From an optimization exercise on the open Yosys and OpenROAD flow, aimed at small area, a short achievable clock period and few clock cycles; shortcuts taken in it are not production practice.
In this exercise RTL edits were held to simulation tests only and were not proved equivalent to the original.

## old
==> flow/design.v (excerpt) <==
module mf_disc (
    input  wire        clk,
    input  wire        rst,
    input  wire        start_valid,
    output wire        start_ready,
    input  wire [12:0] cfg_len,       
    input  wire [12:0] cfg_nmin,      
    input  wire [15:0] cfg_thresh,    
    input  wire        cfg_early,     
    input  wire [4:0]  cfg_shift,     
    input  wire [15:0] cfg_a0i,
    input  wire [15:0] cfg_a0q,
    input  wire [15:0] cfg_a1i,
    input  wire [15:0] cfg_a1q,
    input  wire [15:0] cfg_a2i,
    input  wire [15:0] cfg_a2q,
    input  wire [31:0] cfg_b0,
    input  wire [31:0] cfg_b1,
    input  wire [31:0] cfg_b2,
    input  wire [15:0] cfg_beta0,
    input  wire [15:0] cfg_beta1,
    input  wire [15:0] cfg_beta2,
    input  wire        smp_valid,
    output wire        smp_ready,
    input  wire [23:0] smp_zi,
    input  wire [23:0] smp_zq,
    input  wire [23:0] smp_wi,
    input  wire [23:0] smp_wq,
    output reg         res_valid,
    output reg  [1:0]  res_state,     
    output reg         res_early,
    output reg  [11:0] res_nend,      
    output reg  [31:0] res_margin,
    output wire [31:0] res_si,
    output wire [31:0] res_sq
);
For scale: about 800 flip-flops, roughly 500 I/O pins, about 0.15 sq mm of cells after synthesis.
Settings: LEC_CHECK=0, ABC_AREA=1, CAP_MARGIN=20, CORE_MARGIN=2, CORE_UTILIZATION=45, PLACE_DENSITY=0.55, SLEW_MARGIN=20, SYNTH_HIERARCHICAL=1, SYNTH_MINIMUM_KEEP_SIZE=0; clock period 65.0 ns.
run.sh (not shown) runs the stock make flow with config.mk's settings and CLKGATE_MAP_FILE= SYNTH_SCRIPT=/design/flow/synth_recipe.tcl, a recipe that flattens the netlist after the stock synthesis.
Testbench counts of old, summed over its fixed seeds: cycles 61,232.
Input changes introduced in new (baseline for comparison: old):
- setting CTS_CLUSTER_DIAMETER to 60 for the first time
- changing CORE_UTILIZATION from 45 to 55
- changing PLACE_DENSITY from 0.55 to 0.65
- setting CTS_CLUSTER_SIZE to 30 for the first time
==> flow/flow/run.sh (new file) <==
#!/bin/bash
set -euo pipefail
bash standard.sh "BUFFER_PORTS_ARGS=-buffer_cell sky130_fd_sc_hd__buf_4" finish > flow_make.log 2>&1
==> flow/standard.sh (new file) <==
#!/bin/bash
# synth_recipe.tcl (not shown) runs the flow's synth.tcl, then flattens the netlist and writes it again
# the make line also repeats each setting of config.mk as NAME=value (left out here)
make -C /OpenROAD-flow-scripts/flow DESIGN_CONFIG=/design/flow/config.mk WORK_HOME=/design/flow/orfs CLKGATE_MAP_FILE= SYNTH_SCRIPT=/design/flow/synth_recipe.tcl "${@:-finish}"
removed: flow/run.sh
--- outcome ---
new against old; largest net degree at the start of global routing is down by a few percent. new: least setup slack across all paths after layout 0.39 ns above old. Compared with old, new shows a number of global-route vias before repair that is 655 higher.

---

## v56
Starting RTL as in the previous note.
export LEC_CHECK = 0
export ABC_AREA = 1
export CAP_MARGIN = 20
export CORE_MARGIN = 2
export CORE_UTILIZATION = 55
export PLACE_DENSITY = 0.65
export SLEW_MARGIN = 20
export SYNTH_HIERARCHICAL = 1
export SYNTH_MINIMUM_KEEP_SIZE = 0
create_clock -name core_clock -period 65.0 [get_ports {clk}]
standard.sh (not shown) runs the stock make flow with config.mk's settings and CLKGATE_MAP_FILE= SYNTH_SCRIPT=/design/flow/synth_recipe.tcl, a recipe that flattens the netlist after the stock synthesis.
==> flow/flow/run.sh <==
#!/bin/bash
set -euo pipefail
bash standard.sh "BUFFER_PORTS_ARGS=-buffer_cell sky130_fd_sc_hd__buf_4" finish > flow_make.log 2>&1
Testbench counts of v56, summed over its fixed seeds: cycles 61,232.
--- input diff v56..v46 ---
Settings: CORE_UTILIZATION: 55 -> 45; PLACE_DENSITY: 0.65 -> 0.55.
## What came out
Going from v56 to v46, worst slew margin relative to its limit now sits lower; number of nets at the end of the flow about even; synthesized cell count was more or less identical.
Between v46 and v56, it is v46 whose final worst setup slack is lower, by 0.0069 ns.
Via density per instance (v46 / v56): 0.946
For the area of the core, v46 came in about 22% higher than v56 did.
Going from v56 to v46, die footprint has increased; relative area of non-clock buffer cells in the final design neither gained nor lost much.
--- input diff v46..v2 ---
Settings: PLACE_DENSITY now 0.65, was 0.55; CORE_UTILIZATION now 55, was 45.
==> flow/run.sh (new file) <==
#!/bin/bash
# synth_recipe.tcl (not shown) runs the flow's synth.tcl, then flattens the netlist and writes it again
# the make line also repeats each setting of config.mk as NAME=value (left out here)
make -C /OpenROAD-flow-scripts/flow DESIGN_CONFIG=/design/flow/config.mk WORK_HOME=/design/flow/orfs CLKGATE_MAP_FILE= SYNTH_SCRIPT=/design/flow/synth_recipe.tcl finish
removed: flow/flow/run.sh
removed: flow/standard.sh
[summary]
For clock-buffer cell count, dividing the value from v2 by the value from v46 gives 0.926. Between v46 and v2, final core area utilization increased. Result: PASS for each of v2 and v46. Row slew of the pin with the lowest slew margin: v2 lower / v46 higher.

port drivers added, routing unchanged:
Ports are ideal in the flow. The routed layouts listed here were re-timed in OpenROAD. Step 1 (the two cells are an assumption about what drives the block):
set clk [get_ports {clk}]
set_driving_cell -lib_cell sky130_fd_sc_hd__clkbuf_16 $clk
set_driving_cell -lib_cell sky130_fd_sc_hd__buf_2 [delete_from_list [all_inputs] $clk]
Step 2 adds t to the input delays and takes it off the output delays; t is the mean of the earliest and latest rising clock arrival at the registers after step 1. Input paths then give back, and output paths get back, about the clock's delay inside the block. a / b / c = ideal / step 1 / step 2; a / b = the first two.
run | shift t [ns] | setup slack, ns | clock arrival spread, ns | cell pins on the clock port's net
old | 1.001 | 50.164 / 50.051 / 50.680 | 0.094 / 0.094 | 1
new | 0.976 | 50.552 / 50.440 / 51.358 | 0.088 / 0.087 | 1
v56 | 0.982 | 50.550 / 50.442 / 51.369 | 0.097 / 0.098 | 1
v46 | 1.007 | 50.543 / 50.430 / 51.314 | 0.111 / 0.111 | 1
v2 | 0.999 | 50.135 / 50.024 / 51.023 | 0.133 / 0.132 | 1
After both steps every run listed still meets setup and hold.
